What follows belongs to an exercise in optimizing a design on an open flow for small area, a short achievable clock period and few clock cycles per item; a production flow would make more cautious choices.
Only simulation tests tie the RTL to the original design; equivalence was not proved.
Power and IR drop assume default switching activity.

## lc_encoder
module lc_encoder (
    input  wire        clk,
    input  wire        rst,
    input  wire        cfg_valid,
    output wire        cfg_ready,
    input  wire [4:0]  cfg_bits,
    input  wire [6:0]  cfg_width,
    input  wire [9:0]  cfg_rows,
    input  wire        in_valid,
    output wire        in_ready,
    input  wire [15:0] in_data,
    output wire        out_valid,
    input  wire        out_ready,
    output wire [31:0] out_data,
    output wire        out_last,
    output wire        res_valid,
    output wire [31:0] res_plen,
    output wire [31:0] res_dcrc
);
    function [15:0] hmask;
        input [3:0] sh;
        hmask = 16'hFFFF << sh;
    endfunction
    function [15:0] mapd;
        input [15:0] d;
        input [15:0] mask;
        mapd = ({d[14:0], 1'b0} ^ {16{d[15]}}) & mask;
    endfunction
    function [15:0] pmed;
        input [15:0] a;
        input [15:0] b;
        input [15:0] n;
        reg          ab, ge_a, ge_b, le_a, le_b;
        begin
            ab   = a < b;
            ge_a = !(n < a);
            ge_b = !(n < b);
            le_a = !(a < n);
            le_b = !(b < n);
            if (ge_a && ge_b)      pmed = ab ? a : b;
            else if (le_a && le_b) pmed = ab ? b : a;
            else                   pmed = a + b - n;
        end
    endfunction
    function [15:0] pavg;
        input [15:0] a;
        input [15:0] b;
        input [15:0] mask;
        reg   [16:0] s;
        begin
  ...
Size: ~2,000 flip-flops, roughly 140 I/O pins.
==> flow/config.mk <==
export PLATFORM = sky130hd
export DESIGN_NAME = lc_encoder
export DESIGN_NICKNAME = lc_encoder
export VERILOG_FILES = /design/flow/design.v
export SDC_FILE = /design/flow/constraint.sdc
export NUM_CORES = 4
export LEC_CHECK = 0
export CAP_MARGIN = 20
export CORE_MARGIN = 2
export CORE_UTILIZATION = 40
export PLACE_DENSITY = 0.6
export SLEW_MARGIN = 20
==> flow/constraint.sdc <==
create_clock -name core_clock -period 20.0 [get_ports {clk}]
set_input_delay 4.0000 -clock core_clock [delete_from_list [all_inputs] [get_ports {clk}]]
set_output_delay 4.0000 -clock core_clock [all_outputs]
set_load 0.01 [all_outputs]
standard.sh (not shown) runs the stock make flow with config.mk's settings and CLKGATE_MAP_FILE= SYNTH_SCRIPT=/design/flow/synth_recipe.tcl, a recipe that flattens the netlist after the stock synthesis.
==> flow/flow/run.sh <==
#!/bin/bash
# The standard layout (the standard.sh, all steps), with timing repair
# aiming at a shorter period than the clock's: repair_timing keeps working on
# paths until they have this much setup slack. The make output goes to
# flow_make.log here; ORFS keeps each tool's log under orfs/logs.
set -euo pipefail
bash standard.sh SETUP_SLACK_MARGIN=14.6 finish > flow_make.log 2>&1
Testbench counts at the start, summed over its fixed seeds: cycles 150,601, items 150,014.
Next try:
--- a/flow/design.v
+++ b/flow/design.v
@@ -511,57 +511,55 @@
     end
     wire [1:0]  h2   = c2_hdr ? 2'd2 : 2'd0;
     wire [5:0]  lp2  = {4'd0, h2} + {1'b0, c2_no} + {5'd0, !c2_esc};
     wire [5:0]  cl2  = lp2 + {1'b0, c2_ls};
     wire [5:0]  oe2  = {4'd0, h2} + {1'b0, c2_no};
     wire [41:0] ones2 = ~({42{1'b1}} >> oe2) & ({42{1'b1}} >> h2);
     wire [41:0] hb2   = c2_hdr ? {c2_sel, 40'd0} : 42'd0;
     wire [41:0] sf2   = {c2_sfx, 26'd0} >> lp2;
     wire [41:0] code2 = hb2 | ones2 | sf2;
     reg        c3_v, c3_first, c3_last;
     reg [41:0] c3_code;
     reg [5:0]  c3_len;
-    reg        c3_big;         
     always @(posedge clk) begin
         if (rst_r) begin
             c3_v <= 1'b0;
         end else if (adv) begin
             c3_v <= c2_v;
         end
     end
     always @(posedge clk) begin
         if (adv && c2_v) begin
             c3_code  <= code2;
             c3_len   <= cl2;
-            c3_big   <= (cl2 > 6'd32);
             c3_first <= c2_first;
             c3_last  <= c2_last;
         end
     end
     reg [4:0]  pos;
     reg [31:0] cur;
     reg        par;            
     reg [21:0] tp;             
     reg        t_flush, t_pad;
     reg        res_v;
     wire [72:0] win  = {cur, 41'd0} | ({c3_code, 31'd0} >> pos);
     wire [6:0]  pend = {2'd0, pos} + {1'b0, c3_len};
     wire [1:0]  nw   = pend[6:5];
     wire [31:0] wd0  = win[72:41];
     wire [31:0] wd1  = win[40:9];
-    reg [32:0] oq0, oq1;
-    reg        oqv0, oqv1;
+    reg [32:0] oq0, oq1, oq2;
+    reg        oqv0, oqv1, oqv2;
     wire tail  = t_flush || t_pad;
-    assign stall = c3_v && (tail || oqv1 || (oqv0 && c3_big));
-    wire tail_go = tail && !oqv1;
+    assign stall = c3_v && (tail || oqv1);
+    wire tail_go = tail && !oqv2;
     wire c3_go = adv && c3_v;
     wire last_flush = (pend[4:0] != 5'd0);
     wire last_pad   = par ^ nw[0] ^ last_flush;
     wire last_now   = c3_last && !last_flush && !last_pad;
     reg  [1:0]  np;
     reg  [32:0] pw0, pw1;
     always @(*) begin
         np  = 2'd0;
         pw0 = {1'b0, wd0};
         pw1 = {last_now, wd1};
         if (c3_go) begin
             np  = nw;
@@ -605,37 +603,44 @@
                     t_pad <= 1'b0;
                 end
             end
         end
     end
     always @(posedge clk) begin
         if (rst)
             res_v <= 1'b0;
         else
             res_v <= c3_go && c3_last && !rst_r;
     end
     wire [32:0] a0  = oqv1 ? oq1 : pw0;
-    wire [32:0] a1  = oqv1 ? pw0 : pw1;
+    wire [32:0] a1  = oqv2 ? oq2 : (oqv1 ? pw0 : pw1);
+    wire [32:0] a2  = oqv2 ? pw0 : pw1;
     wire        av0 = oqv1 || (np != 2'd0);
-    wire        av1 = (oqv1 && np != 2'd0) || (np == 2'd2);
+    wire        av1 = oqv2 || (oqv1 && np != 2'd0) || (np == 2'd2);
+    wire        av2 = (oqv2 && np != 2'd0) || (oqv1 && np == 2'd2);
     wire [32:0] b0  = oqv0 ? oq0 : pw0;
     wire [32:0] b1  = oqv1 ? oq1 : (oqv0 ? pw0 : pw1);
+    wire [32:0] b2  = oqv2 ? oq2 : (oqv1 ? pw0 : pw1);
     wire        bv0 = oqv0 || (np != 2'd0);
     wire        bv1 = oqv1 || (oqv0 && np != 2'd0) || (np == 2'd2);
+    wire        bv2 = oqv2 || (oqv1 && np != 2'd0) || (oqv0 && np == 2'd2);
     always @(posedge clk) begin
         if (rst) begin
             oqv0 <= 1'b0;
             oqv1 <= 1'b0;
+            oqv2 <= 1'b0;
         end else begin
             oqv0 <= out_ready ? av0 : bv0;
             oqv1 <= out_ready ? av1 : bv1;
+            oqv2 <= out_ready ? av2 : bv2;
         end
         oq0 <= out_ready ? a0 : b0;
         oq1 <= out_ready ? a1 : b1;
+        oq2 <= out_ready ? a2 : b2;
     end
     assign out_valid = oqv0;
     assign out_data  = oq0[31:0];
     assign out_last  = oq0[32];
     assign res_valid = res_v;
     assign res_plen  = {13'd0, tp[21:3]};
     assign res_dcrc  = crc_n;
 endmodule
The new run produced a clean layout.
Setup slack improved by 0.058 ns.
Wire length barely changes.
Cell area increases by 2.0%.
Via count came out higher by 1.7%.
Total power goes up by 1.8%.
Worst hold slack improved by 0.013 ns.
Cell count rises by 3.7%.
Critical path depth goes up by 1.
Global-route usage decreases by 0.29 points.
Clock skew rises by 0.013 ns.
Die area increases by 1.9%.
Register-to-register slack is better by 0.09 ns.
Synthesized area rose by 1.9%.
Testbench counts after the change, summed over its fixed seeds: cycles 150,532, items 150,014.

## what the ideal ports hide
How much do the figures lean on ideal ports? The routed layouts below were timed once more, with nothing changed but the port constraints. Step 1: set_driving_cell puts a clkbuf_16 on clk and a buf_2 on each other input, an assumption about the parent block. Step 2, shift: input delay + t, output delay - t, t = (earliest + latest rising clock arrival at the registers) / 2. This alone moves slack from input paths to output paths. Three values: no drivers, after step 1, after step 2; two values: the first two.
run	t, ns	setup slack, ns	worst data-port slew with drivers (ns)
the first run	0.924	14.518 / 14.425 / 13.824	0.08
the second run	0.927	14.576 / 14.485 / 13.840	0.20
After both steps setup and hold are still met in every run listed. For the second run, which loses most, drivers alone change the setup slack by -0.091 ns; drivers and shift together by -0.736 ns.
